This is an optimization exercise on Yosys and OpenROAD, whose aim is small area, a short achievable clock period and few clock cycles per item, not a production implementation. Only simulation tests tie the RTL to the original design; equivalence was not proved. Power is estimated from default activity; no workload was simulated.

<file path="flow/config.mk">
export PLATFORM = sky130hd
export DESIGN_NAME = rs144_dec
export DESIGN_NICKNAME = rs144_dec
export VERILOG_FILES = /design/flow/design.v
export SDC_FILE = /design/flow/constraint.sdc
export NUM_CORES = 4
export LEC_CHECK = 0
export CAP_MARGIN = 20
export CORE_MARGIN = 2
export CORE_UTILIZATION = 30
export PLACE_DENSITY = 0.45
export SLEW_MARGIN = 20
</file>
<file path="flow/constraint.sdc">
create_clock -name core_clock -period 10.0 [get_ports {clk}]
set_input_delay 2.0000 -clock core_clock [delete_from_list [all_inputs] [get_ports {clk}]]
set_output_delay 2.0000 -clock core_clock [all_outputs]
set_load 0.01 [all_outputs]
</file>
<file path="flow/design.v">
module rs144_dec (
  input  wire        clk,
  input  wire        rst,
  input  wire        in_valid,
  output wire        in_ready,
  input  wire [7:0]  in_data,
  output wire        out_valid,
  input  wire        out_ready,
  output wire        out_fail,
  output wire [2:0]  out_nerr,
  output wire [31:0] out_pos,
  output wire [31:0] out_val
);
  function automatic [7:0] gf_mul(input [7:0] a, input [7:0] b);
    integer i;
    reg [7:0] p, aa;
    begin
      p  = 8'h00;
      aa = a;
      for (i = 0; i < 8; i = i + 1) begin
        if (b[i]) p = p ^ aa;
        aa = {aa[6:0], 1'b0} ^ (aa[7] ? 8'h1D : 8'h00);
      end
      gf_mul = p;
    end
  endfunction
  function automatic [7:0] to_tower(input [7:0] a);
    begin
      to_tower = ({8{a[0]}} & 8'h01) ^ ({8{a[1]}} & 8'h2b) ^ ({8{a[2]}} & 8'h40) ^
                 ({8{a[3]}} & 8'h21) ^ ({8{a[4]}} & 8'h32) ^ ({8{a[5]}} & 8'hc1) ^
                 ({8{a[6]}} & 8'h48) ^ ({8{a[7]}} & 8'h16);
    end
  endfunction
  function automatic [7:0] from_tower(input [7:0] a);
    begin
      from_tower = ({8{a[0]}} & 8'h01) ^ ({8{a[1]}} & 8'h4e) ^ ({8{a[2]}} & 8'h99) ^
                   ({8{a[3]}} & 8'h44) ^ ({8{a[4]}} & 8'h57) ^ ({8{a[5]}} & 8'h09) ^
                   ({8{a[6]}} & 8'h04) ^ ({8{a[7]}} & 8'h25);
    end
  endfunction
  function automatic [3:0] g16_mul(input [3:0] a, input [3:0] b);
    integer i;
    reg [3:0] p, aa;
    begin
      p  = 4'h0;
      aa = a;
      for (i = 0; i < 4; i = i + 1) begin
        if (b[i]) p = p ^ aa;
        aa = {aa[2:0], 1'b0} ^ (aa[3] ? 4'h3 : 4'h0);
      end
      g16_mul = p;
    end
  endfunction
  function automatic [3:0] g16_inv(input [3:0] a);
    begin
      case (a)
        4'h0: g16_inv = 4'h0;  4'h1: g16_inv = 4'h1;  4'h2: g16_inv = 4'h9;  4'h3: g16_inv = 4'he;
        4'h4: g16_inv = 4'hd;  4'h5: g16_inv = 4'hb;  4'h6: g16_inv = 4'h7;  4'h7: g16_inv = 4'h6;
        4'h8: g16_inv = 4'hf;  4'h9: g16_inv = 4'h2;  4'ha: g16_inv = 4'hc;  4'hb: g16_inv = 4'h5;
        4'hc: g16_inv = 4'ha;  4'hd: g16_inv = 4'h4;  4'he: g16_inv = 4'h3;  4'hf: g16_inv = 4'h8;
      endcase
    end
  endfunction
  function automatic [7:0] tw_mul(input [7:0] a, input [7:0] b);
    reg [3:0] hh, ll, mm;
    begin
      hh = g16_mul(a[7:4], b[7:4]);
      ll = g16_mul(a[3:0], b[3:0]);
      mm = g16_mul(a[7:4] ^ a[3:0], b[7:4] ^ b[3:0]);
      tw_mul = {mm ^ ll, ll ^ g16_mul(hh, 4'hf)};
    end
  endfunction
  function automatic [3:0] tw_norm(input [7:0] b);
    begin
      tw_norm = g16_mul(g16_mul(b[7:4], b[7:4]), 4'hf) ^ g16_mul(b[7:4], b[3:0]) ^
                g16_mul(b[3:0], b[3:0]);
    end
  endfunction
  function automatic [7:0] tw_conj(input [7:0] b);
    begin
      tw_conj = {b[7:4], b[3:0] ^ b[7:4]};
    end
  endfunction
  function automatic [7:0] alpha_pow(input integer j);
    integer i;
    reg [7:0] p;
    begin
      p = 8'h01;
      for (i = 0; i < j; i = i + 1)
        p = {p[6:0], 1'b0} ^ (p[7] ? 8'h1D : 8'h00);
      alpha_pow = p;
    end
  endfunction
  integer i;
  reg        in_rdy;         
  reg  [7:0] acnt;           
  reg        v_r, v_first, v_last;
  reg  [7:0] d_r;
  reg  [7:0] syn [0:7];
  reg  [2:0] bph, bph_nx;    
  localparam [2:0] B_IDLE = 3'd0, B_INIT = 3'd1, B_BM = 3'd2, B_OM = 3'd3,
                   B_DONE = 3'd4, B_HAND = 3'd5;
  wire       acc     = in_valid & in_rdy;
  wire [7:0] acnt_nx = acc ? ((acnt == 8'd143) ? 8'd0 : acnt + 8'd1) : acnt;
  reg  [7:0] syn_nx [0:7];
  always @* begin
    for (i = 0; i < 8; i = i + 1)
      syn_nx[i] = (v_first ? 8'h00 : gf_mul(syn[i], alpha_pow(i))) ^ d_r;
  end
  wire       b_load = v_r & v_last;
  assign in_ready = in_rdy;
  always @(posedge clk) begin
    if (rst) begin
      acnt   <= 8'd0;
      in_rdy <= 1'b1;
      v_r    <= 1'b0;
    end else begin
      acnt   <= acnt_nx;
      in_rdy <= ~((acnt_nx == 8'd143) && (bph_nx != B_IDLE));
      v_r    <= acc;
    end
    d_r     <= in_data;
    v_first <= (acnt == 8'd0);
    v_last  <= (acnt == 8'd143);
    if (v_r)
      for (i = 0; i < 8; i = i + 1)
        syn[i] <= syn_nx[i];
  end
  reg  [7:0] S   [0:7];
  reg  [7:0] lam [0:4];      
  reg  [7:0] E   [0:4];      
  reg  [7:0] gam, d, tmp;
  reg  [3:0] L;
  reg  [2:0] k, k_nx;        
  reg  [3:0] sc, sc_nx;      
  reg        f_init, f_dph, f_d0, f_dmask, f_ua, f_ub, f_ufirst, f_lrot, f_erot, f_om, f_gl;
  wire [7:0] s0   = S[2];    
  wire       s0nz = |s0;
  wire [7:0] ma   = f_ub ? E[0] : lam[0];
  wire [7:0] mb   = f_dph ? S[0] : (f_ua ? gam : d);
  wire [7:0] prod = gf_mul(ma, mb);
  wire       cond    = (|d) && ({L, 1'b0} <= {2'b00, k});
  wire [7:0] lam_new = tmp ^ (f_ufirst ? 8'h00 : prod);
  wire [7:0] e_push  = cond ? lam[0] : (f_ufirst ? 8'h00 : E[0]);
  wire       c_commit;       
  wire       c_load_b;       
  always @* begin
    bph_nx = bph;
    k_nx   = k;
    sc_nx  = sc;
    case (bph)
      B_IDLE: if (b_load) bph_nx = B_INIT;
      B_INIT: begin
        bph_nx = B_BM;
        k_nx   = 3'd1;
        sc_nx  = 4'd0;
      end
      B_BM: begin
        if (sc == 4'd14) begin
          sc_nx = 4'd0;
          k_nx  = k + 3'd1;              
          if (k == 3'd7) bph_nx = B_OM;
        end else
          sc_nx = sc + 4'd1;
      end
      B_OM: begin
        if (sc == 4'd6) begin
          sc_nx = 4'd0;
          k_nx  = k + 3'd1;
        end else
          sc_nx = sc + 4'd1;
        if (k == 3'd3 && sc == 4'd5) bph_nx = B_DONE;
      end
      B_DONE: if (c_load_b) bph_nx = B_HAND;
      B_HAND: if (c_commit) bph_nx = B_IDLE;
      default: bph_nx = B_IDLE;
    endcase
  end
  wire bm_nx = (bph_nx == B_BM);
  wire om_nx = (bph_nx == B_OM);
  wire up_nx = bm_nx & (sc_nx >= 4'd5);
  always @(posedge clk) begin
    if (rst)
      bph <= B_IDLE;
    else
      bph <= bph_nx;
    k  <= k_nx;
    sc <= sc_nx;
    f_init   <= (bph_nx == B_INIT);
    f_dph    <= (bm_nx | om_nx) & (sc_nx < 4'd5);
    f_d0     <= (sc_nx == 4'd0);
    f_dmask  <= bm_nx | ({1'b0, sc_nx[2:0]} <= {1'b0, k_nx});
    f_ua     <= up_nx & sc_nx[0];
    f_ub     <= up_nx & ~sc_nx[0];
    f_ufirst <= (sc_nx == 4'd6);
    f_lrot   <= ((bm_nx | om_nx) & (sc_nx < 4'd5)) | (up_nx & ~sc_nx[0]);
    f_erot   <= (bm_nx & (sc_nx < 4'd4)) | (up_nx & ~sc_nx[0]) | (om_nx & (sc_nx == 4'd5));
    f_om     <= om_nx;
    f_gl     <= bm_nx & (sc_nx == 4'd14);
  end
  always @(posedge clk) begin
    if (b_load) begin
      for (i = 0; i < 8; i = i + 1)
        S[i] <= syn_nx[(10 - i) % 8];
    end else begin
      for (i = 0; i < 7; i = i + 1)
        S[i] <= S[i+1];
      S[7] <= S[0];
    end
    if (f_init) begin
      lam[0] <= 8'h01;
      lam[1] <= s0;
      lam[2] <= 8'h00;
      lam[3] <= 8'h00;
      lam[4] <= 8'h00;
      E[0]   <= s0nz ? 8'h01 : 8'h00;
      E[1]   <= s0nz ? 8'h00 : 8'h01;
      E[2]   <= 8'h00;
      E[3]   <= 8'h00;
      E[4]   <= 8'h00;
      gam    <= s0nz ? s0 : 8'h01;
      L      <= s0nz ? 4'd1 : 4'd0;
    end else begin
      if (f_lrot) begin
        for (i = 0; i < 4; i = i + 1)
          lam[i] <= lam[i+1];
        lam[4] <= f_ub ? lam_new : lam[0];
      end
      if (f_erot) begin
        for (i = 0; i < 4; i = i + 1)
          E[i] <= E[i+1];
        E[4] <= f_ub ? e_push : (f_om ? d : E[0]);
      end
      if (f_gl && cond) begin
        gam <= d;
        L   <= {1'b0, k} + 4'd1 - L;
      end
    end
    if (f_dph) begin
      if (f_d0)
        d <= f_dmask ? prod : 8'h00;
      else if (f_dmask)
        d <= d ^ prod;
    end
    if (f_ua)
      tmp <= prod;
  end
  reg  [7:0] tl [0:4];
  reg  [7:0] tw [0:3];
  reg        c_run, c_free;
  reg  [7:0] cpos;
  reg        v1, r1, first1, last1;
  reg  [7:0] lo1, ot1;       
  reg        v2, r2, first2, last2;
  reg  [7:0] n2;             
  reg  [3:0] di2;            
  reg        ov_valid, o_fail;
  reg  [2:0] o_nerr, nf;
  reg  [2:0] wL;
  reg        wbig;
  reg  [7:0] wpos;
  reg  [7:0] pos [0:3];
  reg  [7:0] val [0:3];
  wire       c_abort  = v2 & first2 & ov_valid & ~out_ready;
  assign     c_commit = v2 & first2 & ~c_abort;
  assign     c_load_b = (bph == B_DONE) & c_free;
  wire       c_load   = c_load_b | c_abort;
  wire       c_run_nx = c_load | (c_run & (cpos != 8'd0));
  wire [7:0] cpos_nx  = c_load ? 8'd143 : cpos - 8'd1;
  wire [7:0] lam_val = tl[0] ^ tl[1] ^ tl[2] ^ tl[3] ^ tl[4];
  wire [7:0] lam_odd = tl[1] ^ tl[3];
  wire [7:0] om_val  = tw[0] ^ tw[1] ^ tw[2] ^ tw[3];
  always @(posedge clk) begin
    if (c_load) begin
      for (i = 0; i < 5; i = i + 1)
        tl[i] <= lam[i];
      for (i = 0; i < 4; i = i + 1)
        tw[i] <= E[i+1];
    end else begin
      for (i = 1; i < 5; i = i + 1)
        tl[i] <= gf_mul(tl[i], alpha_pow(255 - i));
      for (i = 1; i < 4; i = i + 1)
        tw[i] <= gf_mul(tw[i], alpha_pow(255 - i));
    end
    cpos <= cpos_nx;
    r1     <= ~|lam_val;
    lo1    <= to_tower(lam_odd);
    ot1    <= to_tower(om_val);
    first1 <= (cpos == 8'd143);
    last1  <= (cpos == 8'd0);
    r2     <= r1;
    n2     <= tw_mul(ot1, tw_conj(lo1));
    di2    <= g16_inv(tw_norm(lo1));
    first2 <= first1;
    last2  <= last1;
  end
  wire [7:0] err_t   = {g16_mul(n2[7:4], di2), g16_mul(n2[3:0], di2)};
  wire [7:0] err_val = from_tower(err_t);
  wire [7:0] pos_w   = first2 ? 8'd143 : wpos;
  wire [2:0] wl_cur  = first2 ? L[2:0] : wL;
  wire [2:0] nf_cur  = first2 ? 3'd0 : nf;
  wire [1:0] slot    = wl_cur[1:0] - 2'd1 - nf_cur[1:0];
  wire [2:0] nf_fin  = nf_cur + {2'b00, r2};
  wire       wr      = v2 & ~c_abort;
  wire       fin_fail = wbig | (nf_fin != wL);
  always @(posedge clk) begin
    if (rst) begin
      c_run    <= 1'b0;
      c_free   <= 1'b1;
      v1       <= 1'b0;
      v2       <= 1'b0;
      ov_valid <= 1'b0;
    end else begin
      c_run  <= c_run_nx;
      c_free <= ~c_run_nx | (cpos_nx == 8'd0);
      v1     <= c_run & ~c_abort;
      v2     <= v1 & ~c_abort;
      if (ov_valid & out_ready)
        ov_valid <= 1'b0;
      if (wr & last2)
        ov_valid <= 1'b1;
    end
    if (wr) begin
      if (first2) begin
        wL   <= L[2:0];
        wbig <= (L > 4'd4);
      end
      wpos <= pos_w - 8'd1;
      nf   <= nf_fin;
      if (r2)
        for (i = 0; i < 4; i = i + 1)
          if (slot == i[1:0]) begin
            pos[i] <= pos_w;
            val[i] <= err_val;
          end
      if (last2) begin
        o_fail <= fin_fail;
        o_nerr <= fin_fail ? 3'd0 : nf_fin;
        for (i = 0; i < 4; i = i + 1)
          if (fin_fail || i[2:0] >= wL) begin
            pos[i] <= 8'h00;
            val[i] <= 8'h00;
          end
      end
    end
  end
  assign out_valid = ov_valid;
  assign out_fail  = o_fail;
  assign out_nerr  = o_nerr;
  assign out_pos   = {pos[3], pos[2], pos[1], pos[0]};
  assign out_val   = {val[3], val[2], val[1], val[0]};
endmodule
</file>
<file path="flow/flow/run.sh">
#!/bin/bash
# Standard layout, with timing repair aimed below the design's period.
set -euo pipefail
bash standard.sh SETUP_SLACK_MARGIN=6.5 finish > flow_make.log 2>&1
</file>
<file path="flow/standard.sh">
#!/bin/bash
# synth_recipe.tcl (not shown) runs the flow's synth.tcl, then flattens the netlist and writes it again
# the make line also repeats each setting of config.mk as NAME=value (left out here)
make -C /OpenROAD-flow-scripts/flow DESIGN_CONFIG=/design/flow/config.mk WORK_HOME=/design/flow/orfs CLKGATE_MAP_FILE= SYNTH_SCRIPT=/design/flow/synth_recipe.tcl "${@:-finish}"
</file>
==> reports/qor.yml, run 1 <==
timing:
  rsz0062_at_grt: "yes"
  post-route-period-util_pct: 34.2
  relSlewSlack_pct: 29.0
  skew_ps: 53.0
  setup_tns_ps: 0
  fin_hold_ws_ps: 325
  fin_crit_ps: 3420
  setup_viol_count_final: 0
  worstMarginPinSlew_ps: 1070
  final_max_slew_viol_count: 0
  max_freq_mhz: 292
  final_hold_viol_count: 0
cts:
  clk_pin_slew_ps: 60
  htree_levels: 2
  clock-sinks: 479
  numCtsBuffers: 55
  clk_latency_ps: 630
  holdBufCountCts: 0
  root_buffer: "clkbuf_16"
  cts_max_path_buffers: 3
  cts_tree: "yes"
cells_and_area:
  syn_to_final_growth_pct: 15.3
  diodes: 0
  final_nets: 2581
  drive_gt1_share_pct: 6.47
critical_path:
  r2r_cells: 10
  critical_path_class: "primary input to flop"
  r2r_end: "d[6]$_DFFE_PP_"
  cp-end-kind: "flop"
  cp-start-kind: "primary input"
  reg2reg_slack_ps: 6760
  critical_path_peak_fanout: 50
  rr_startpoint: "lam[0][6]$_SDFFE_PP0P_"
  required_ps: 10270
  arrival_ps: 3690
power:
  power.density_nw_per_um2: 168
  p_total_mw: 4.67
  peakVddDrop_uv: 142
  p_leak_nw: 10.4
run:
  maxCapViolations: 0
floorplan:
  rows: 103
  die_x_um: 287
  start_util_pct: 30.4
  die_area_um2: 82700
  die_y_um: 287
  core_um2: 79300
  ios: 82
yosys:
  synth-edff-count: 215
  avgSynthCellArea_um2: 9.55
  synth-main-ff-cell: "dfxtp_1"
  synth_cell_types: 63
  synth_warnings: 10
  synth_area_um2: 24100
  syn_inst: 2525
  synth-seq-cells: 479
  ys_seq_area_share_pct: 48.7
  synth_fp_nets: 2571
  ys_async_sr_fraction_pct: 0
worst_hold_path:
  holdPathEnd: "first2$_DFF_P_"
  hold_path.class: "flop to flop"
  whs_path_depth: 0
  min-delay-start: "first1$_DFF_P_"
route:
  drt-vias-per-instance: 4.58
  wl_per_cell_um: 16.6
  drt_iter0_drc: 991
  num_vias: 16600
  postRouteAntennaNets: 0
  firstDrtPassIters: 5
  drc: 0
  wirelength_mm: 60.3
run_status:
  status: "no timing/DRC/antenna violations"
global_route:
  antenna_found_initial: 0
  grt_pass1_wl_mm: 94.3
  overflow: 0
  grt_pass1_vias: 16200
  grt_usage_pct: 14.4
  grt_start_max_net_pins: 79
placed_design:
  dp.final_hpwl_mm: 41.9
  gp_congestion: 0.800
  io_buffers: 81
==> synth_stat cells, types with 5 or more instances <==
master    number  area [um2]
nor4_1         8        50.1
o21ai_1       11        55.1
buf_2         10        50.1
mux2i_1       70         701
clkbuf_1     114         428
a211oi_1      44         330
mux2_1         5        56.3
a21oi_1       69         345
o21a_1        11        82.6
buf_1         14        52.6
nand3_1       24         120
nor3b_1       15         113
xnor2_1      307        2690
nor2b_1       35         219
ha_1          33         413
dfxtp_1      264        5290
o22ai_1       12        75.1
a22oi_1        9        67.6
mux2_2        15         169
xnor3_1        6         135
o211ai_1      11        82.6
edfxtp_1     215        6460
xor2_1       172        1510
nand2b_1      47         294
a31oi_1       17         106
and2_1         8        50.1
nand3b_1       7        52.6
nor3_1        25         125
nand4_1        6        37.5
nand2_1      451        1690
o21ai_0       88         440
inv_1         71         267
a21o_1         5        37.5
nor2_1       277        1040
==> cells by family after synthesis <==
family,synth area share (%)
AOI/OAI and AO/OA,7.42
buffers and inverters,3.46
adders and majority gates,1.80
DFF,48.7
and+or+nand+nor,16.2
muxes,4.21
xor gates and xnor gates,18.2
==> layer usage <==
| metal | routed length, um | track usage, % |
|---|---|---|
| met5 | 0 | 0 |
| met4 | 1490 | 4.41 |
| met3 | 2090 | 1.82 |
| met2 | 27700 | 23.5 |
| met1 | 29000 | 19.8 |
==> layout make-up <==
class | count | area [um2]
fillers | 8032 | 51500
flip-flops and latches | 479 | 11800
multi-input cells | 1832 | 11700
clock buffers | 86 | 1750
well taps | 1050 | 1310
repair buffers | 94 | 837
inverters | 72 | 292
clock inverters | 18 | 173
repair inverters | 1 | 8.76
==> flip-flops by register name (all words and copies together) (netlist names), 4 cells and up <==
| name | cells |
|---|---|
| sc | 4 |
| lo1 | 8 |
| wpos | 8 |
| tmp | 8 |
| lam | 40 |
| d_r | 8 |
| gam | 8 |
| tw | 32 |
| acnt | 8 |
| ot1 | 8 |
| L | 4 |
| S | 64 |
| di2 | 4 |
| cpos | 8 |
| val | 32 |
| tl | 40 |
| syn | 64 |
| pos | 32 |
| n2 | 8 |
| d | 8 |
| E | 40 |
==> worst max path at each step <==
stage	start	to	slack, ps	cells past startpoint
after floorplan	out_ready	o_fail$_DFFE_PP_	5910	3
after global placement	out_ready	tw[0][1]$_DFFE_PN_	5280	7
after detailed placement	out_ready	tw[0][1]$_DFFE_PN_	5240	7
after CTS	f_ub$_DFF_P_	lam[4][3]$_SDFFE_PP0P_	6520	11
after global routing	lo1[5]$_DFF_P_	di2[0]$_DFF_P_	6480	12
final	out_ready	tw[0][3]$_DFFE_PN_	6580	7
==> layout by cell type (no fill, tap or decap), types with 12 or more instances in the layout <==
cell type and n:
nand2_1 450, xnor2_1 303, nor2_1 276, dfxtp_1 254, edfxtp_1 215, xor2_1 171
o21ai_0 87, inv_1 70, dlygate4sd2_1 70, a21oi_1 69, mux2i_1 66, clkbuf_16 60
nand2b_1 47, a211oi_1 44, nor2b_1 33, ha_1 33, nor3_1 25, nand3_1 24
a31oi_1 17, mux2_2 15, clkbuf_8 15, nor3b_1 13, o22ai_1 12
==> through the flow <==
stage,instances,util (%),instance area (um2),setup WS [ps]
detailed placement,3527,32.6,25800,5240
global placement,3527,32.6,25800,5280
floorplan,2525,-,24100,5910
global route,3632,35.1,27800,6480
CTS,3631,35.0,27700,6520
finish,3632,35.1,27800,6580
==> worst max-delay path: stages <==
cell and delay (ps):
clkdlybuf4s50_1 460, nor2b_4 200, nand3_1 90, and2_1 160, buf_4 290, inv_16 180, buf_12 240
==> power breakdown <==
group / switching (mW) / leakage (nW) / total, mW / internal, mW
combinational: 0.242 / 5.32 / 0.440 / 0.198
sequential: 0.0503 / 4.12 / 2.15 / 2.10
clock: 0.845 / 0.959 / 2.08 / 1.24
==> timing repair <==
action / 4_1_cts / 5_1_grt
resized for setup: 89 / 15
gates cloned: 0 / 1
setup endpoints to repair: 164 / 55
buffers inserted: 0 / 0
Testbench counts, summed over its fixed seeds: cycles 117,456, items 800.
==> inputs of run 2 (changes only) <==
==> flow/flow/run.sh (replaced) <==
#!/bin/bash
# Standard layout, with timing repair aimed below the design's period.
set -euo pipefail
bash standard.sh SETUP_SLACK_MARGIN=7.0 finish > flow_make.log 2>&1
==> reports/qor.yml, run 2 <==
run_status:
  status: "no timing/DRC/antenna violations"
power:
  p_total_mw: 4.72
  power.density_nw_per_um2: 164
  switching_share_pct: 24.1
  p_seq_share_pct: 45.6
  peakVddDrop_uv: 125
  power.switching_mw: 1.14
  clock_power_share_pct: 44.2
  pwr-share-comb_pct: 10.2
  p_leak_nw: 10.9
  p_int_mw: 3.58
worst_hold_path:
  hold_path.class: "flop to flop"
  min-delay-start: "first1$_DFF_P_"
  whs_path_depth: 0
  holdPathEnd: "first2$_DFF_P_"
cts:
  clk_pin_slew_ps: 60
  htree_levels: 2
  numCtsBuffers: 55
  cts_tree: "yes"
  clk_latency_ps: 610
  clock-sinks: 479
  root_buffer: "clkbuf_16"
  holdBufCountCts: 0
  cts_max_path_buffers: 3
cells_and_area:
  num-fill-cells: 7989
  final_cell_area_um2: 28800
  drive_gt1_share_pct: 13.7
  final_cell_mix: "nand2_1 (449), xnor2_1 (290), nor2_1 (276)"
  syn_to_final_growth_pct: 19.4
  final-instance-count-excl-fill: 3720
  final_nets: 2670
  diodes: 0
  fin_util_pct: 36.3
  layout_commonest_cell: "nand2_1"
  largestRegisters: "S x64, syn x64"
critical_path:
  cp-end-kind: "primary output"
  worstPathCellList: "buf_2"
  cp-start-kind: "flop"
  critical-path-max-stage-delay_ps: 440
  slowest_stage: "edfxtp_1"
  reg2reg_slack_ps: 7130
  critical_path_class: "flop to primary output"
  crit_family: "flip-flops"
  worst-path-buf-inv: 1
  r2r_cells: 11
  required_ps: 8000
  arrival_ps: 1200
  rr_startpoint: "E[0][7]$_SDFFCE_PP0P_"
  critical_path_peak_fanout: 2
  r2r_end: "lam[4][4]$_SDFFE_PP0P_"
timing:
  worstMarginPinSlew_ps: 953
  setup_tns_ps: 0
  final_max_slew_viol_count: 0
  final_hold_viol_count: 0
  relSlewSlack_pct: 36.5
  rsz0062_at_grt: "yes"
  post-route-period-util_pct: 32.0
  skew_ps: 34.9
  setup_viol_count_final: 0
  fin_crit_ps: 3200
  max_freq_mhz: 312
global_route:
  grt_start_max_net_pins: 79
  antenna_found_initial: 0
  grt_pass1_wl_mm: 97.8
  grt_usage_pct: 14.8
  grt_pass1_vias: 16900
  overflow: 0
route:
  num_vias: 16900
  drc: 0
  wl_per_cell_um: 16.7
  drt_iter0_drc: 1165
  postRouteAntennaNets: 0
  firstDrtPassIters: 5
  drt-vias-per-instance: 4.55
  wirelength_mm: 62.3
yosys:
  synth_mux_area_share_pct: 4.21
  synth_area_um2: 24100
  synthSimpleGateAreaFrac_pct: 16.2
  avgSynthCellArea_um2: 9.55
  synth_cell_types: 63
  synth.most_common_cell: "nand2_1"
  synth-seq-cells: 479
  synth_adder_area_share_pct: 1.80
  synth-main-ff-cell: "dfxtp_1"
  synth_fp_nets: 2571
  synth_top_family_by_area: "XOR/XNOR gates"
  synth-edff-count: 215
  synth_warnings: 10
  synth_xor_area_share_pct: 18.2
  syn_inst: 2525
  ys_seq_area_share_pct: 48.7
  synth_top_area_cell: "edfxtp_1"
  yosys.area.top_type_share_pct: 26.8
  synth_area_leaders: "edfxtp_1 (27%), dfxtp_1 (22%), xnor2_1 (11%)"
  synth_compound_area_share_pct: 7.42
  synthTopCellsByCount: "nand2_1 (451), xnor2_1 (307), nor2_1 (277)"
  ys_async_sr_fraction_pct: 0
placed_design:
  gp_congestion: 0.795
  io_buffers: 81
  dp.final_hpwl_mm: 42.1
  place_area_um2: 25800
  dpl.cell_count: 3529
run:
  maxCapViolations: 0
floorplan:
  die_y_um: 287
  rows: 103
  core_um2: 79300
  die_area_um2: 82700
  ios: 82
  start_util_pct: 30.4
  die_x_um: 287
[run 2: cell counts after synthesis]
Identical to the previous run, type by type.
[run 2: metrics by stage]
| step | setup WS (ps) | hold WS, ps |
|---|---|---|
| 2_1_floorplan | 5910 | 310 |
| 3_3_place_gp | 5370 | 311 |
| 3_5_place_dp | 5340 | 314 |
| 4_1_cts | 6750 | 325 |
| 5_1_grt | 6750 | 336 |
| 6_report | 6800 | 324 |
[run 2: cells by family after synthesis]
logic type | Yosys count
AND/OR/NAND/NOR | 918
buffers and inverters | 214
adder cells (fa/ha/maj) | 34
multiplexers | 94
XOR/XNOR | 489
AO/OA/AOI/OAI | 297
flip-flops | 479
[run 2: how the worst max path moves through the flow]
| stage | from | endpoint | slack (ps) | cells after the start |
|---|---|---|---|---|
| after detailed placement | out_ready | tl[0][2]$_DFFE_PN_ | 5340 | 7 |
| after floorplan | out_ready | o_fail$_DFFE_PP_ | 5910 | 3 |
| after global placement | out_ready | tl[0][3]$_DFFE_PN_ | 5370 | 7 |
| after CTS | val[1][4]$_DFFE_PP_ | out_val[12] | 6750 | 1 |
| final | pos[2][2]$_DFFE_PP_ | out_pos[18] | 6800 | 1 |
| after global routing | pos[1][0]$_DFFE_PP_ | out_pos[8] | 6750 | 1 |
[run 2: layout make-up]
| cell class | count | area (um2) | share of cell area [%] |
|---|---|---|---|
| tap | 1050 | 1310 | 4.56 |
| clock inverter | 31 | 353 | 1.23 |
| multi-input combinational | 1833 | 12000 | 41.5 |
| timing repair buffer | 182 | 1550 | 5.40 |
| inverter | 72 | 299 | 1.04 |
| sequential | 479 | 11800 | 40.9 |
| timing repair inverter | 1 | 8.76 | 0.0304 |
| clock buffer | 72 | 1520 | 5.29 |
[run 2: metal layers]
| metal | GRT usage [%] | vias up | share of wire [%] |
|---|---|---|---|
| li1 | - | 8534 | - |
| met1 | 20.4 | 8004 | 48 |
| met2 | 24.4 | 301 | 46 |
| met3 | 2.12 | 87 | 4.0 |
| met4 | 3.87 | 0 | 2.0 |
| met5 | 0 | - | 0 |
[run 2: power by group through the flow]
stage               Sequential [mW]  Clock [mW]  Combinational (mW)
finish                         2.15        2.09               0.480
CTS                            2.15        2.15               0.456
global placement               2.19           0               0.431
floorplan                      2.17           0               0.362
detailed placement             2.19           0               0.434
global route                   2.16        2.22               0.528
[run 2: what timing repair did]
item,CTS,global route
gates resized for setup,369,51
setup buffers,54,28
gates cloned,4,2
pin swaps,6,7
endpoints found under the setup margin,311,127
hold endpoints to repair,0,0
==> inputs of run 3 (changes only) <==
==> flow/flow/run.sh (replaced) <==
#!/bin/bash
# Standard layout, with timing repair aimed below the design's period.
set -euo pipefail
bash standard.sh SETUP_SLACK_MARGIN=7.5 finish > flow_make.log 2>&1
==> reports/qor.yml, run 3 <==
run_status:
  status: "no timing/DRC/antenna violations"
critical_path:
  critical_path_peak_fanout: 2
  r2r_cells: 11
  r2r_end: "d[4]$_DFFE_PP_"
  required_ps: 8000
  slowest_stage: "edfxtp_1"
  worst-path-buf-inv: 1
  arrival_ps: 1220
  worstPathCellList: "buf_2"
  rr_startpoint: "E[0][6]$_SDFFCE_PP0P_"
  critical_path_class: "flop to primary output"
  reg2reg_slack_ps: 7200
  critical-path-max-stage-delay_ps: 440
  crit_family: "flip-flops"
  cp-start-kind: "flop"
  cp-end-kind: "primary output"
yosys:
  synth_cell_types: 63
  synth_area_um2: 24100
  synth-main-ff-cell: "dfxtp_1"
  synth_top_area_cell: "edfxtp_1"
  yosys.area.top_type_share_pct: 26.8
  synth.most_common_cell: "nand2_1"
  synth-edff-count: 215
  synth_area_leaders: "edfxtp_1 (27%), dfxtp_1 (22%), xnor2_1 (11%)"
  synth-seq-cells: 479
  synth_warnings: 10
  syn_inst: 2525
  synth_fp_nets: 2571
  avgSynthCellArea_um2: 9.55
  ys_async_sr_fraction_pct: 0
  synthTopCellsByCount: "nand2_1 (451), xnor2_1 (307), nor2_1 (277)"
  ys_seq_area_share_pct: 48.7
timing:
  worstMarginPinSlew_ps: 1060
  fin_hold_ws_ps: 324
  rsz0062_at_grt: "yes"
  final_max_slew_viol_count: 0
  relSlewSlack_pct: 29.0
  setup_tns_ps: 0
  fin_crit_ps: 3220
  max_freq_mhz: 311
  setup_viol_count_final: 0
  skew_ps: 25.5
  post-route-period-util_pct: 32.2
  final_hold_viol_count: 0
worst_hold_path:
  holdPathEnd: "first2$_DFF_P_"
  hold_path.class: "flop to flop"
  min-delay-start: "first1$_DFF_P_"
  whs_path_depth: 0
placed_design:
  gp_congestion: 0.767
  place_area_um2: 26100
  dpl.cell_count: 3529
  dp.final_hpwl_mm: 42.0
  io_buffers: 81
floorplan:
  rows: 103
  core_um2: 79300
  start_util_pct: 30.4
  die_x_um: 287
  die_area_um2: 82700
  ios: 82
  die_y_um: 287
cells_and_area:
  syn_to_final_growth_pct: 30.0
  final-instance-count-excl-fill: 3845
  final_cell_mix: "nand2_1 (414), xnor2_1 (264), nor2_1 (257)"
  num-fill-cells: 7814
  diodes: 0
  final_cell_area_um2: 31300
  layout_commonest_cell: "nand2_1"
  drive_gt1_share_pct: 24.2
  seqCellArea_um2: 11800
  multi_input_area_um2: 13000
  final_nets: 2795
  largestRegisters: "S x64, syn x64"
power:
  power.density_nw_per_um2: 154
  peakVddDrop_uv: 118
  p_leak_nw: 12.1
  p_total_mw: 4.82
global_route:
  grt_pass1_vias: 17500
  grt_start_max_net_pins: 67
  grt_pass1_wl_mm: 102
  overflow: 0
  antenna_found_initial: 0
  grt_usage_pct: 15.7
route:
  wirelength_mm: 67.0
  firstDrtPassIters: 9
  drt-vias-per-instance: 4.59
  postRouteAntennaNets: 0
  drt_iter0_drc: 1097
  num_vias: 17700
  drc: 0
  wl_per_cell_um: 17.4
cts:
  cts_tree: "yes"
  cts_max_path_buffers: 3
  clk_pin_slew_ps: 60
  clock-sinks: 479
  root_buffer: "clkbuf_16"
  numCtsBuffers: 54
  htree_levels: 2
  clk_latency_ps: 620
run:
  maxCapViolations: 0
==> run 3: cell families (layout without fill, tap and decap cells) <==
family / count (synthesis) / count (layout) / share of synthesized area [%]
mux: 94 / 94 / 4.21
xor+xnor: 489 / 489 / 18.2
buf+inv: 214 / 479 / 3.46
fa+ha+maj: 34 / 34 / 1.80
flops: 479 / 479 / 48.7
simple gates: 918 / 923 / 16.2
compound gates: 297 / 297 / 7.42
==> run 3: worst max-delay path by stage <==
stage / from / endpoint / slack, ps / cells past startpoint
final: val[1][4]$_DFFE_PP_ / out_val[12] / 6780 / 1
after global placement: out_ready / tw[0][2]$_DFFE_PN_ / 5610 / 6
after detailed placement: out_ready / tw[0][2]$_DFFE_PN_ / 5570 / 6
after CTS: val[0][4]$_DFFE_PP_ / out_val[4] / 6750 / 1
after global routing: val[1][4]$_DFFE_PP_ / out_val[12] / 6750 / 1
after floorplan: out_ready / o_fail$_DFFE_PP_ / 5910 / 3
==> run 3: area by class of cell <==
cell class / instances / area share, %
clock buffer: 74 / 4.91
sequential: 479 / 37.7
clock inverter: 28 / 0.938
multi-input combinational: 1837 / 41.6
tap: 1050 / 4.19
inverter: 72 / 0.990
timing repair buffer: 305 / 9.64
==> run 3: routing by layer <==
layer / up-vias / wire [um] / GRT usage [%]
met3: 83 / 2670 / 1.95
met4: 0 / 1500 / 4.41
li1: 8802 / - / -
met1: 8463 / 30500 / 20.9
met5: - / 0 / 0
met2: 314 / 32300 / 26.6
==> run 3: what timing repair did <==
item | in CTS | in global routing
hold buffers | 0 | 0
setup endpoints to repair | 348 | 210
hold endpoints to repair | 0 | 0
pin swaps | 50 | 73
buffers inserted | 130 | 58
cloned | 16 | 10
gates resized for setup | 504 | 166
==> run 3: report_power, final <==
part	switching (mW)	internal, mW	total, mW	leakage [nW]
Sequential	0.0624	2.10	2.16	4.14
Combinational	0.295	0.329	0.624	7.09
Clock	0.832	1.21	2.04	0.909
Total	1.19	3.64	4.82	12.1
==> run 3: per-stage QoR <==
stage | utilization, % | worst slack [ps]
finish | 39.5 | 6780
global route | 39.5 | 6750
CTS | 37.8 | 6750
detailed placement | 33.0 | 5570
global placement | 32.9 | 5610
floorplan | - | 5910
==> run 3: worst register-to-register path, delay by kind of cell (launching register included) <==
family,cells,cell delay [ps]
buffers and inverters,1,150
and+or+nand+nor,1,130
AOI/OAI and AO/OA,1,70
xor gates and xnor gates,7,1560
DFF,1,400
muxes,1,220
==> inputs of run 4 (changes only) <==
==> flow/flow/run.sh (replaced) <==
#!/bin/bash
# Standard layout, with timing repair aimed below the design's period.
set -euo pipefail
bash standard.sh SETUP_SLACK_MARGIN=7.0 finish > flow_make.log 2>&1
--- a/flow/config.mk
+++ b/flow/config.mk
@@ -9,4 +9,4 @@
 export CORE_MARGIN = 2
-export CORE_UTILIZATION = 30
-export PLACE_DENSITY = 0.45
+export CORE_UTILIZATION = 60
+export PLACE_DENSITY = 0.7
 export SLEW_MARGIN = 20
==> reports/qor.yml, run 4 <==
critical_path:
  critical_path_peak_fanout: 2
  arrival_ps: 1210
  slowest_stage: "edfxtp_1"
  critical-path-max-stage-delay_ps: 440
  worst-path-buf-inv: 1
  cp-end-kind: "primary output"
  worstPathCellList: "buf_2"
  cp-start-kind: "flop"
  critical_path_class: "flop to primary output"
  crit_family: "flip-flops"
  required_ps: 8000
cts:
  root_buffer: "clkbuf_16"
  clock-sinks: 479
  cts_max_path_buffers: 3
  numCtsBuffers: 48
  holdBufCountCts: 0
  clk_pin_slew_ps: 60
  clk_latency_ps: 610
  cts_tree: "yes"
  htree_levels: 2
yosys:
  synth_top_area_cell: "edfxtp_1"
  synth-seq-cells: 479
  synth_area_leaders: "edfxtp_1 (27%), dfxtp_1 (22%), xnor2_1 (11%)"
  synth_xor_area_share_pct: 18.2
  synth_adder_area_share_pct: 1.80
  synthTopCellsByCount: "nand2_1 (451), xnor2_1 (307), nor2_1 (277)"
  synth_cell_types: 63
  synth_warnings: 10
  synth-main-ff-cell: "dfxtp_1"
  synth_fp_nets: 2571
  yosys.area.top_type_share_pct: 26.8
  synthSimpleGateAreaFrac_pct: 16.2
  synth_top_family_by_area: "XOR/XNOR gates"
  ys_async_sr_fraction_pct: 0
  synth_area_um2: 24100
  synth.most_common_cell: "nand2_1"
  synth-edff-count: 215
  syn_inst: 2525
  synth_mux_area_share_pct: 4.21
  ys_seq_area_share_pct: 48.7
  synth_compound_area_share_pct: 7.42
  avgSynthCellArea_um2: 9.55
worst_hold_path:
  hold_path.class: "flop to flop"
timing:
  skew_ps: 35.3
  post-route-period-util_pct: 32.1
  setup_tns_ps: 0
  rsz0062_at_grt: "yes"
  setup_viol_count_final: 0
  final_max_slew_viol_count: 0
  fin_crit_ps: 3210
  final_hold_viol_count: 0
  worstMarginPinSlew_ps: 1070
  relSlewSlack_pct: 28.5
  max_freq_mhz: 312
  fin_hold_ws_ps: 327
power:
  p_leak_nw: 10.9
  peakVddDrop_uv: 166
  power.density_nw_per_um2: 160
global_route:
  grt_pass1_vias: 16800
  antenna_found_initial: 0
  overflow: 0
  grt_pass1_wl_mm: 89.4
  grt_start_max_net_pins: 79
  grt_usage_pct: 27.0
route:
  drt-vias-per-instance: 5.52
  wl_per_cell_um: 17.9
  drt_iter0_drc: 1204
  drc: 0
  postRouteAntennaNets: 0
  wirelength_mm: 57.5
  num_vias: 17700
  firstDrtPassIters: 6
placed_design:
  gp_congestion: 0.853
  io_buffers: 81
  dp.final_hpwl_mm: 37.3
floorplan:
  start_util_pct: 60.7
  die_area_um2: 41800
  die_x_um: 204
  ios: 82
  rows: 73
  core_um2: 39700
  die_y_um: 204
run_status:
  status: "no timing/DRC/antenna violations"
run:
  maxCapViolations: 0
cells_and_area:
  diodes: 0
  layout_commonest_cell: "nand2_1"
  drive_gt1_share_pct: 14.4
  syn_to_final_growth_pct: 16.3
  final_cell_mix: "nand2_1 (449), xnor2_1 (288), nor2_1 (272)"
  largestRegisters: "S x64, syn x64"
  final_nets: 2687
run 4: cell types whose count changed in the layout (fill, tap and decap cells not counted), moves of 22 or more:
cell	change
xnor2_1	+24
buf_6	-31
buf_4	-50
nand2_2	-22
nand2_1	+35
o21ai_0	+38
run 4: through the flow:
step	total power [mW]	instances	cell area, um2	setup slack [ps]	util (%)
2_1_floorplan	2.53	2525	24200	5910	-
3_3_place_gp	2.61	3000	25200	5730	63.3
3_5_place_dp	2.62	3000	25200	5700	63.3
4_1_cts	4.45	3156	27200	6760	68.5
5_1_grt	4.63	3206	28000	6760	70.6
6_report	4.48	3206	28000	6790	70.6
run 4: layout make-up:
| type | instances | area, um2 |
|---|---|---|
| Tap cell | 525 | 657 |
| Clock inverter | 24 | 201 |
| Inverter | 72 | 290 |
| Timing Repair Buffer | 206 | 1690 |
| Clock buffer | 66 | 1400 |
| Sequential cell | 479 | 11800 |
| Multi-Input combinational cell | 1834 | 12000 |
| Fill cell | 3006 | 11700 |
run 4: where the power goes:
| part | leakage, nW | switching, mW | internal, mW |
|---|---|---|---|
| Sequential | 4.13 | 0.0589 | 2.10 |
| Combinational | 5.98 | 0.265 | 0.242 |
| Clock | 0.790 | 0.782 | 1.04 |
run 4: logic make-up (layout without fill, tap and decap cells):
group | count (synthesis) | in the layout
compound gates | 297 | 297
xor+xnor | 489 | 489
fa+ha+maj | 34 | 34
buf+inv | 214 | 368
flops | 479 | 479
mux | 94 | 94
simple gates | 918 | 920
run 4: final timing paths:
path / slack [ps] / end / cells past startpoint / start
max reg2reg: 6930 / d[3]$_DFFE_PP_ / 13 / E[0][7]$_SDFFCE_PP0P_
min reg2reg: 330 / first2$_DFF_P_ / 0 / first1$_DFF_P_
min: 330 / first2$_DFF_P_ / 0 / first1$_DFF_P_
max: 6790 / out_pos[28] / 1 / pos[3][4]$_DFFE_PP_
run 4: repair_timing:
item	CTS	global route
setup buffers	61	49
pin swaps	4	26
endpoints found under the setup margin	298	127
gates resized for setup	335	85
gates cloned	5	1
run 4: metal layers:
layer | part of all wire, % | up-vias | GRT usage [%]
met4 | 3.0 | 0 | 9.76
met1 | 45 | 8454 | 37.7
li1 | - | 8571 | -
met5 | 0 | - | 0
met2 | 47 | 564 | 43.5
met3 | 5.6 | 105 | 3.41
==> inputs of run 5 (changes only) <==
--- a/flow/config.mk
+++ b/flow/config.mk
@@ -10,2 +10,4 @@
 export CORE_UTILIZATION = 60
+export CTS_CLUSTER_DIAMETER = 100
+export CTS_CLUSTER_SIZE = 30
 export PLACE_DENSITY = 0.7
==> reports/qor.yml, run 5 <==
global_route:
  antenna_found_initial: 0
  grt_pass1_vias: 16200
  overflow: 0
  grt_start_max_net_pins: 79
  grt_usage_pct: 26.1
  grt_pass1_wl_mm: 87.0
cells_and_area:
  largestRegisters: "S x64, syn x64"
  syn_to_final_growth_pct: 12.1
  diodes: 0
  layout_commonest_cell: "nand2_1"
  final_cell_mix: "nand2_1 (448), xnor2_1 (291), nor2_1 (274)"
  num-fill-cells: 3169
  drive_gt1_share_pct: 12.6
  multi_input_area_um2: 12000
  seqCellArea_um2: 11800
  final_nets: 2655
  final_cell_area_um2: 27000
yosys:
  synthTopCellsByCount: "nand2_1 (451), xnor2_1 (307), nor2_1 (277)"
  ys_async_sr_fraction_pct: 0
  synth_cell_types: 63
  synth-seq-cells: 479
  synth_top_area_cell: "edfxtp_1"
  synth_area_um2: 24100
  yosys.area.top_type_share_pct: 26.8
  synth_area_leaders: "edfxtp_1 (27%), dfxtp_1 (22%), xnor2_1 (11%)"
  synth-main-ff-cell: "dfxtp_1"
  syn_inst: 2525
  synth.most_common_cell: "nand2_1"
  synth_warnings: 10
  synth-edff-count: 215
  avgSynthCellArea_um2: 9.55
  ys_seq_area_share_pct: 48.7
  synth_fp_nets: 2571
floorplan:
  die_y_um: 204
  die_x_um: 204
  ios: 82
  die_area_um2: 41800
  rows: 73
  start_util_pct: 60.7
  core_um2: 39700
placed_design:
  io_buffers: 81
  place_area_um2: 25200
  dp.final_hpwl_mm: 37.3
  gp_congestion: 0.853
power:
  power.density_nw_per_um2: 136
  p_leak_nw: 10.4
  peakVddDrop_uv: 116
route:
  wl_per_cell_um: 18.0
  firstDrtPassIters: 5
  num_vias: 17500
  postRouteAntennaNets: 0
  drt-vias-per-instance: 5.55
  drt_iter0_drc: 1208
  wirelength_mm: 56.7
  drc: 0
run:
  maxCapViolations: 0
critical_path:
  crit_family: "flip-flops"
  critical_path_class: "flop to primary output"
  arrival_ps: 1240
  cp-end-kind: "primary output"
  critical_path_peak_fanout: 2
  slowest_stage: "edfxtp_1"
  worst-path-buf-inv: 1
  cp-start-kind: "flop"
  required_ps: 8000
  worstPathCellList: "buf_2"
  critical-path-max-stage-delay_ps: 480
timing:
  max_freq_mhz: 308
  setup_tns_ps: 0
  final_max_slew_viol_count: 0
  rsz0062_at_grt: "yes"
  setup_viol_count_final: 0
  post-route-period-util_pct: 32.4
  final_hold_viol_count: 0
  relSlewSlack_pct: 30.3
  worstMarginPinSlew_ps: 1050
  fin_crit_ps: 3240
  skew_ps: 47.0
cts:
  clk_pin_slew_ps: 120
  clk_latency_ps: 590
  holdBufCountCts: 0
  htree_levels: 1
  root_buffer: "clkbuf_16"
  cts_tree: "yes"
  cts_max_path_buffers: 3
  numCtsBuffers: 20
  clock-sinks: 479
worst_hold_path:
  hold_path.class: "flop to flop"
run_status:
  status: "no timing/DRC/antenna violations"
[run 5: cell counts after synthesis]
No cell type changed its count.
[run 5: layer usage]
metal	vias to the layer above	track usage [%]	wire (um)
li1	8467	-	-
met1	8369	37.9	25600
met2	555	42.3	26600
met3	76	2.06	3160
met4	0	6.78	1300
met5	-	0	0
[run 5: kinds of logic (layout without fill, tap and decap cells)]
group / after synthesis / after routing / synth area share [%]
mux: 94 / 94 / 4.21
flops: 479 / 479 / 48.7
compound gates: 297 / 297 / 7.42
buf+inv: 214 / 309 / 3.46
fa+ha+maj: 34 / 34 / 1.80
simple gates: 918 / 921 / 16.2
xor+xnor: 489 / 489 / 18.2
[run 5: report_power, final]
part | internal [mW] | switching (mW) | leakage, nW | total, mW
Combinational | 0.240 | 0.259 | 5.95 | 0.499
Clock | 0.407 | 0.619 | 0.296 | 1.03
Sequential | 2.10 | 0.0590 | 4.13 | 2.16
Total | 2.74 | 0.937 | 10.4 | 3.68
[run 5: final timing paths]
check / from / end / slack [ps] / depth (start not counted)
max: pos[3][4]$_DFFE_PP_ / out_pos[28] / 6760 / 1
min: r1$_DFF_P_ / r2$_DFF_P_ / 340 / 0
max reg2reg: E[0][7]$_SDFFCE_PP0P_ / d[3]$_DFFE_PP_ / 7060 / 12
min reg2reg: r1$_DFF_P_ / r2$_DFF_P_ / 340 / 0
[run 5: timing repair]
item,4_1_cts,5_1_grt
pin swaps,4,18
cloned,5,4
resized for setup,336,80
buffers inserted,57,46
setup endpoints to repair,298,142
[run 5: cell type report]
class	instances	area share, %
Clock inverter	4	0.185
Inverter	72	1.12
Clock buffer	32	2.10
Sequential cell	479	43.7
Multi-Input combinational cell	1835	44.4
Tap cell	525	2.43
Timing Repair Buffer	200	6.11
Timing Repair inverter	1	0.0417
[run 5: through the flow]
step	hold slack, ps	utilization [%]	setup slack [ps]	power, mW	std cells
floorplan	310	-	5910	2.53	2525
global placement	316	63.3	5730	2.61	3000
detailed placement	316	63.3	5700	2.62	3000
CTS	344	66.0	6750	3.65	3098
global route	356	68.0	6750	3.81	3148
finish	342	68.0	6760	3.68	3148
==> inputs of run 6 (changes only) <==
==> flow/run.sh (new file) <==
#!/bin/bash
# synth_recipe.tcl (not shown) runs the flow's synth.tcl, then flattens the netlist and writes it again
# the make line also repeats each setting of config.mk as NAME=value (left out here)
make -C /OpenROAD-flow-scripts/flow DESIGN_CONFIG=/design/flow/config.mk WORK_HOME=/design/flow/orfs CLKGATE_MAP_FILE= SYNTH_SCRIPT=/design/flow/synth_recipe.tcl finish
--- a/flow/config.mk
+++ b/flow/config.mk
@@ -9,6 +9,4 @@
 export CORE_MARGIN = 2
-export CORE_UTILIZATION = 60
-export CTS_CLUSTER_DIAMETER = 100
-export CTS_CLUSTER_SIZE = 30
-export PLACE_DENSITY = 0.7
+export CORE_UTILIZATION = 30
+export PLACE_DENSITY = 0.45
 export SLEW_MARGIN = 20
removed: flow/flow/run.sh
removed: flow/standard.sh
==> reports/qor.yml, run 6 <==
run_status:
  status: "no timing/DRC/antenna violations"
critical_path:
  path_common_cell: "buf_4"
  required_ps: 10240
  cp-end-kind: "flop"
  cp-start-kind: "primary input"
  critical-path-max-stage-delay_ps: 640
  arrival_ps: 4650
  worst-path-buf-inv: 4
  critical_path_peak_fanout: 47
  critical_path_class: "primary input to flop"
  worstPathCellList: "clkdlybuf4s50_1 -> nor2b_1 -> nand3_1 -> and2_2 -> buf_4 -> inv_2 -> buf_4"
  crit_family: "buffers and inverters"
  slowest_stage: "inv_2"
worst_hold_path:
  hold_path.class: "flop to flop"
cts:
  root_buffer: "clkbuf_16"
  cts_tree: "yes"
  clk_latency_ps: 610
  cts_resized: 0
  holdBufCountCts: 0
  post-cts-setup-buffers: 0
  htree_levels: 2
  clock-sinks: 479
  cts_max_path_buffers: 3
  clk_pin_slew_ps: 60
  numCtsBuffers: 54
cells_and_area:
  largestRegisters: "S x64, syn x64"
  final-instance-count-excl-fill: 3629
  final_nets: 2579
  diodes: 0
  drive_gt1_share_pct: 5.47
  syn_to_final_growth_pct: 14.4
  layout_commonest_cell: "nand2_1"
  final_cell_mix: "nand2_1 (450), xnor2_1 (307), nor2_1 (275)"
placed_design:
  dpl.cell_count: 3527
  gp_congestion: 0.782
  dp.final_hpwl_mm: 41.9
  io_buffers: 81
  place_ws_ps: 4950
power:
  peakVddDrop_uv: 125
  p_leak_nw: 10.2
  power.density_nw_per_um2: 165
yosys:
  synth_warnings: 10
  ys_seq_area_share_pct: 48.7
  synth_cell_types: 63
  synth-seq-cells: 479
  synthTopCellsByCount: "nand2_1 (451), xnor2_1 (307), nor2_1 (277)"
  avgSynthCellArea_um2: 9.55
  synth_fp_nets: 2571
  synth.most_common_cell: "nand2_1"
  synth-edff-count: 215
  synth-main-ff-cell: "dfxtp_1"
  ys_async_sr_fraction_pct: 0
  syn_inst: 2525
  synth_area_leaders: "edfxtp_1 (27%), dfxtp_1 (22%), xnor2_1 (11%)"
  synth_top_area_cell: "edfxtp_1"
  yosys.area.top_type_share_pct: 26.8
  synth_area_um2: 24100
timing:
  worst_slack_ps: 5600
  post-route-period-util_pct: 44.0
  skew_ps: 23.4
  final_hold_viol_count: 0
  fin_hold_ws_ps: 328
  worstMarginPinSlew_ps: 1070
  max_freq_mhz: 227
  setup_viol_count_final: 0
  relSlewSlack_pct: 29.0
  fin_crit_ps: 4400
  setup_tns_ps: 0
  final_max_slew_viol_count: 0
  rsz0062_at_grt: "no"
floorplan:
  die_area_um2: 82700
  rows: 103
  start_util_pct: 30.4
  die_x_um: 287
  ios: 82
  die_y_um: 287
  core_um2: 79300
global_route:
  overflow: 0
  grt_pass1_wl_mm: 95.7
  grt_pass1_vias: 16500
  antenna_found_initial: 0
  grt_start_max_net_pins: 79
  grt_usage_pct: 14.6
route:
  postRouteAntennaNets: 0
  drc: 0
  drt_iter0_drc: 854
  num_vias: 16700
  wl_per_cell_um: 16.7
  drt-vias-per-instance: 4.61
  firstDrtPassIters: 5
  wirelength_mm: 60.6
run:
  maxCapViolations: 0
-- run 6: cell types whose count changed in the layout (fill, tap and decap cells not counted), sizes merged, moves of 3 or more --
| cell | before | now |
|---|---|---|
| buf | 185 | 13 |
| clkinv | 3 | 18 |
| inv | 74 | 77 |
| clkdlybuf4s50 | 9 | 81 |
| clkbuf | 34 | 75 |
-- run 6: layout make-up --
cell class              instances  area (um2)
multi-input cells            1832       11600
repair buffers                 94         908
clock inverters                27         228
inverters                      72         270
fillers                      8033       51700
clock buffers                  75        1530
flip-flops and latches        479       11700
well taps                    1050        1310
-- run 6: final timing paths --
path / endpoint / slack (ps) / from / depth (start not counted)
worst max-delay path: tw[0][2]$_DFFE_PN_ / 5600 / out_ready / 7
worst min register to register: r2$_DFF_P_ / 330 / r1$_DFF_P_ / 0
worst min-delay path: r2$_DFF_P_ / 330 / r1$_DFF_P_ / 0
worst max register to register: lam[4][3]$_SDFFE_PP0P_ / 6140 / f_ub$_DFF_P_ / 11
-- run 6: cells by family (layout without fill, tap and decap cells) --
kind of cell | Yosys count | after routing | synth area share, %
buffers and inverters | 214 | 268 | 3.46
AOI/OAI and AO/OA | 297 | 297 | 7.42
and+or+nand+nor | 918 | 918 | 16.2
xor gates and xnor gates | 489 | 489 | 18.2
DFF | 479 | 479 | 48.7
muxes | 94 | 94 | 4.21
adders and majority gates | 34 | 34 | 1.80
-- run 6: power breakdown --
group | total [mW] | internal [mW] | switching [mW]
sequential | 2.15 | 2.10 | 0.0506
clock | 1.96 | 1.13 | 0.835
combinational | 0.437 | 0.196 | 0.241
total | 4.55 | 3.42 | 1.13
-- run 6: layer usage --
metal	GRT usage [%]	routed length (um)	vias to the layer above	part of all wire (%)
met5	0	0	-	0
met4	3.62	1080	0	1.8
met3	1.78	2150	71	3.5
met2	23.9	28000	298	46
met1	20.3	29300	7992	48
li1	-	-	8358	-
-- run 6: stage by stage --
| step | area (um2) | util [%] | power (mW) |
|---|---|---|---|
| 6_report | 27600 | 34.8 | 4.55 |
| 5_1_grt | 27600 | 34.8 | 4.74 |
| 4_1_cts | 27600 | 34.8 | 4.62 |
| 3_5_place_dp | 25800 | 32.6 | 2.63 |
| 3_3_place_gp | 25800 | 32.6 | 2.62 |
| 2_1_floorplan | 24100 | - | 2.53 |
==> inputs of run 7 (changes only) <==
--- a/flow/design.v
+++ b/flow/design.v
@@ -96,4 +96,2 @@
   reg  [7:0] acnt;           
-  reg        v_r, v_first, v_last;
-  reg  [7:0] d_r;
   reg  [7:0] syn [0:7];
@@ -103,3 +101,5 @@
   wire       acc     = in_valid & in_rdy;
-  wire [7:0] acnt_nx = acc ? ((acnt == 8'd143) ? 8'd0 : acnt + 8'd1) : acnt;
+  wire       afirst  = (acnt == 8'd0);
+  wire       alast   = (acnt == 8'd143);
+  wire [7:0] acnt_nx = acc ? (alast ? 8'd0 : acnt + 8'd1) : acnt;
   reg  [7:0] syn_nx [0:7];
@@ -107,5 +107,5 @@
     for (i = 0; i < 8; i = i + 1)
-      syn_nx[i] = (v_first ? 8'h00 : gf_mul(syn[i], alpha_pow(i))) ^ d_r;
+      syn_nx[i] = (afirst ? 8'h00 : gf_mul(syn[i], alpha_pow(i))) ^ in_data;
   end
-  wire       b_load = v_r & v_last;
+  wire       b_load = acc & alast;
   assign in_ready = in_rdy;
@@ -115,3 +115,2 @@
       in_rdy <= 1'b1;
-      v_r    <= 1'b0;
     end else begin
@@ -119,8 +118,4 @@
       in_rdy <= ~((acnt_nx == 8'd143) && (bph_nx != B_IDLE));
-      v_r    <= acc;
     end
-    d_r     <= in_data;
-    v_first <= (acnt == 8'd0);
-    v_last  <= (acnt == 8'd143);
-    if (v_r)
+    if (acc)
       for (i = 0; i < 8; i = i + 1)
@@ -305,2 +300,18 @@
   wire       fin_fail = wbig | (nf_fin != wL);
+  reg  [3:0] upd;
+  reg  [7:0] pos_t [0:3];
+  reg  [7:0] val_t [0:3];
+  always @* begin
+    for (i = 0; i < 4; i = i + 1) begin
+      if (wr & last2 & (fin_fail | (i[2:0] >= wL))) begin
+        upd[i]   = 1'b1;
+        pos_t[i] = 8'h00;
+        val_t[i] = 8'h00;
+      end else begin
+        upd[i]   = wr & r2 & (slot == i[1:0]);
+        pos_t[i] = pos_w;
+        val_t[i] = err_val;
+      end
+    end
+  end
   always @(posedge clk) begin
@@ -329,8 +340,2 @@
       nf   <= nf_fin;
-      if (r2)
-        for (i = 0; i < 4; i = i + 1)
-          if (slot == i[1:0]) begin
-            pos[i] <= pos_w;
-            val[i] <= err_val;
-          end
       if (last2) begin
@@ -338,9 +343,8 @@
         o_nerr <= fin_fail ? 3'd0 : nf_fin;
-        for (i = 0; i < 4; i = i + 1)
-          if (fin_fail || i[2:0] >= wL) begin
-            pos[i] <= 8'h00;
-            val[i] <= 8'h00;
-          end
       end
     end
+    for (i = 0; i < 4; i = i + 1) begin
+      pos[i] <= pos[i] ^ ({8{upd[i]}} & (pos_t[i] ^ pos[i]));
+      val[i] <= val[i] ^ ({8{upd[i]}} & (val_t[i] ^ val[i]));
+    end
   end
==> flow/flow/run.sh (new file) <==
#!/bin/bash
# Standard layout, with timing repair aimed below the design's period.
set -euo pipefail
bash standard.sh SETUP_SLACK_MARGIN=7.2 finish > flow_make.log 2>&1
==> flow/standard.sh (new file) <==
#!/bin/bash
# synth_recipe.tcl (not shown) runs the flow's synth.tcl, then flattens the netlist and writes it again
# the make line also repeats each setting of config.mk as NAME=value (left out here)
make -C /OpenROAD-flow-scripts/flow DESIGN_CONFIG=/design/flow/config.mk WORK_HOME=/design/flow/orfs CLKGATE_MAP_FILE= SYNTH_SCRIPT=/design/flow/synth_recipe.tcl "${@:-finish}"
--- a/flow/config.mk
+++ b/flow/config.mk
@@ -9,4 +9,6 @@
 export CORE_MARGIN = 2
-export CORE_UTILIZATION = 30
-export PLACE_DENSITY = 0.45
+export CORE_UTILIZATION = 60
+export CTS_CLUSTER_DIAMETER = 100
+export CTS_CLUSTER_SIZE = 24
+export PLACE_DENSITY = 0.7
 export SLEW_MARGIN = 20
removed: flow/run.sh
==> reports/qor.yml, run 7 <==
run_status:
  status: "no timing/DRC/antenna violations"
placed_design:
  place_area_um2: 24900
  io_buffers: 81
  dpl.cell_count: 2893
  dp.final_hpwl_mm: 35.3
  gp_congestion: 0.863
global_route:
  grt_pass1_vias: 16000
  overflow: 0
  antenna_found_initial: 0
  grt_usage_pct: 26.5
  grt_start_max_net_pins: 67
  grt_pass1_wl_mm: 87.7
timing:
  setup_tns_ps: 0
  setup_viol_count_final: 0
  worstMarginPinSlew_ps: 835
  relSlewSlack_pct: 44.3
  final_max_slew_viol_count: 0
  post-route-period-util_pct: 31.5
  max_freq_mhz: 317
  final_hold_viol_count: 0
  fin_crit_ps: 3150
  skew_ps: 44.2
  fin_hold_ws_ps: 342
  rsz0062_at_grt: "yes"
cts:
  clk_latency_ps: 590
  numCtsBuffers: 23
  root_buffer: "clkbuf_16"
  cts_max_path_buffers: 3
  holdBufCountCts: 0
  clk_pin_slew_ps: 100
  clock-sinks: 468
  htree_levels: 1
  cts_tree: "yes"
yosys:
  synth-edff-count: 215
  synth_fp_nets: 2465
  ys_seq_area_share_pct: 48.7
  synthTopCellsByCount: "nand2_1 (475), xnor2_1 (336), dfxtp_1 (253)"
  synth_cell_types: 68
  synth-seq-cells: 468
  synth-main-ff-cell: "dfxtp_1"
  avgSynthCellArea_um2: 9.79
  synth_top_area_cell: "edfxtp_1"
  yosys.area.top_type_share_pct: 27.3
  synth_area_leaders: "edfxtp_1 (27%), dfxtp_1 (21%), xnor2_1 (12%)"
  synth_warnings: 12
  synth_area_um2: 23600
  synth.most_common_cell: "nand2_1"
  ys_async_sr_fraction_pct: 0
  syn_inst: 2416
route:
  postRouteAntennaNets: 0
  drt_iter0_drc: 1569
  wirelength_mm: 57.4
  drc: 0
  drt-vias-per-instance: 5.57
  firstDrtPassIters: 6
  wl_per_cell_um: 18.8
  num_vias: 17100
critical_path:
  critical_path_peak_fanout: 1
  worst-path-buf-inv: 1
  reg2reg_slack_ps: 7150
  crit_family: "flip-flops"
  required_ps: 8000
  r2r_cells: 13
  critical-path-max-stage-delay_ps: 420
  rr_startpoint: "f_ua$_DFF_P_"
  cp-end-kind: "primary output"
  critical_path_class: "flop to primary output"
  r2r_end: "lam[4][2]$_SDFFE_PP0P_"
  cp-start-kind: "flop"
  worstPathCellList: "buf_6"
  slowest_stage: "edfxtp_1"
  arrival_ps: 1150
  path_depth: 1
  crit_path_end: "out_pos[0]"
cells_and_area:
  final_cell_mix: "nand2_1 (454), xnor2_1 (321), dfxtp_1 (228)"
  final-instance-count-excl-fill: 3063
  layout_commonest_cell: "nand2_1"
  final_nets: 2578
  syn_to_final_growth_pct: 15.8
  fin_util_pct: 70.7
  final_cell_area_um2: 27400
  drive_gt1_share_pct: 16.2
  diodes: 0
floorplan:
  die_x_um: 203
  rows: 72
  ios: 82
  die_area_um2: 41000
  die_y_um: 203
  core_um2: 38700
  start_util_pct: 61.0
worst_hold_path:
  whs_path_depth: 0
  hold_path.class: "flop to flop"
  min-delay-start: "last1$_DFF_P_"
power:
  peakVddDrop_uv: 138
  p_leak_nw: 10.8
  power.density_nw_per_um2: 146
run:
  maxCapViolations: 0
[run 7: cell count changes after synthesis, moves of 14 or more]
cell      delta
a211oi_1    -30
a21oi_1     -21
clkbuf_1    -20
nand2_1     +24
nand2b_1    -25
nor2_1      -41
nor3b_1     -14
xnor2_1     +29
xor2_1      -46
[run 7: metrics by stage]
stage | setup WS (ps) | total power [mW]
6_report | 6850 | 4.00
5_1_grt | 6820 | 4.14
4_1_cts | 6830 | 3.91
3_5_place_dp | 4730 | 2.84
3_3_place_gp | 4760 | 2.82
2_1_floorplan | 5600 | 2.70
[run 7: power breakdown]
part,total (mW),internal [mW],switching (mW)
clock network,1.05,0.445,0.610
registers,2.15,2.08,0.0704
logic,0.787,0.389,0.398
[run 7: cell type report]
type                            count  area [um2]
Clock buffer                       39         636
Sequential cell                   468       11600
Multi-Input combinational cell   1755       12100
Fill cell                        2877       11300
Timing Repair Buffer              219        2110
Inverter                           62         265
Tap cell                          518         648
Clock inverter                      2        36.3
[run 7: worst min-delay path by stage]
stage                           to  slack [ps]
finish               last2$_DFF_P_         340
global route            r2$_DFF_P_         350
CTS                 first2$_DFF_P_         340
detailed placement  first2$_DFF_P_         320
global placement     last2$_DFF_P_         320
floorplan           first2$_DFF_P_         310
[run 7: cells by family after synthesis]
kind of cell               synth area share, %
DFF                                       48.7
adders and majority gates                 1.99
AOI/OAI and AO/OA                         6.20
and+or+nand+nor                           15.8
xor gates and xnor gates                  18.9
buffers and inverters                     3.38
muxes                                     5.04
[run 7: layer usage]
layer  vias up  global-route usage [%]  routed length (um)
met5         -                       0                   0
met1      8261                    38.6               25300
met3        56                    2.41                3890
li1       8202                       -                   -
met4         0                    5.06                 906
met2       547                    43.8               27300
[run 7: timing repair]
| action | CTS | global route |
|---|---|---|
| cloned | 9 | 9 |
| setup buffers | 65 | 46 |
| pin swaps | 29 | 61 |
| endpoints found under the hold margin | 0 | 0 |
| gates resized for setup | 394 | 100 |
| endpoints found under the setup margin | 515 | 210 |
Testbench counts of run 7, summed over its fixed seeds: cycles 117,448, items 800.

-- what the ideal ports hide --
The results above use ideal ports. As a check the final layouts listed here were re-extracted and re-timed, cells and wires unchanged. Step 1 assumes that a clkbuf_16 drives the clock port and a buf_2 every other input. Step 2, shift: input delay + t, output delay - t, t = (earliest + latest rising clock arrival at the registers) / 2. This alone moves slack from input paths to output paths. Slacks: no drivers / after step 1 / after step 2; pairs: no drivers / after step 1.
run	t, ns	slack for setup (ns)	hold WS [ns]	slew at the worst register clock pin (ns)	worst data-port slew with drivers (ns)
run 1	0.672	6.576 / 6.558 / 5.945	0.325 / 0.325 / 0.325	0.06 / 0.06	0.03
run 2	0.657	6.800 / 6.739 / 6.413	0.324 / 0.324 / 0.324	0.06 / 0.06	0.04
run 3	0.666	6.780 / 6.721 / 6.745	0.324 / 0.324 / 0.324	0.06 / 0.06	0.04
run 4	0.647	6.790 / 6.736 / 6.473	0.327 / 0.327 / 0.327	0.07 / 0.07	0.04
run 5	0.616	6.756 / 6.703 / 6.455	0.342 / 0.342 / 0.342	0.12 / 0.12	0.04
run 6	0.661	5.598 / 5.634 / 4.973	0.328 / 0.328 / 0.328	0.07 / 0.07	0.04
run 7	0.627	6.849 / 6.793 / 6.405	0.342 / 0.342 / 0.342	0.10 / 0.10	0.05
After both steps every run listed still meets setup and hold. The setup slack of run 1, which loses most, moves by -0.018 ns with the drivers and by -0.631 ns with both steps.
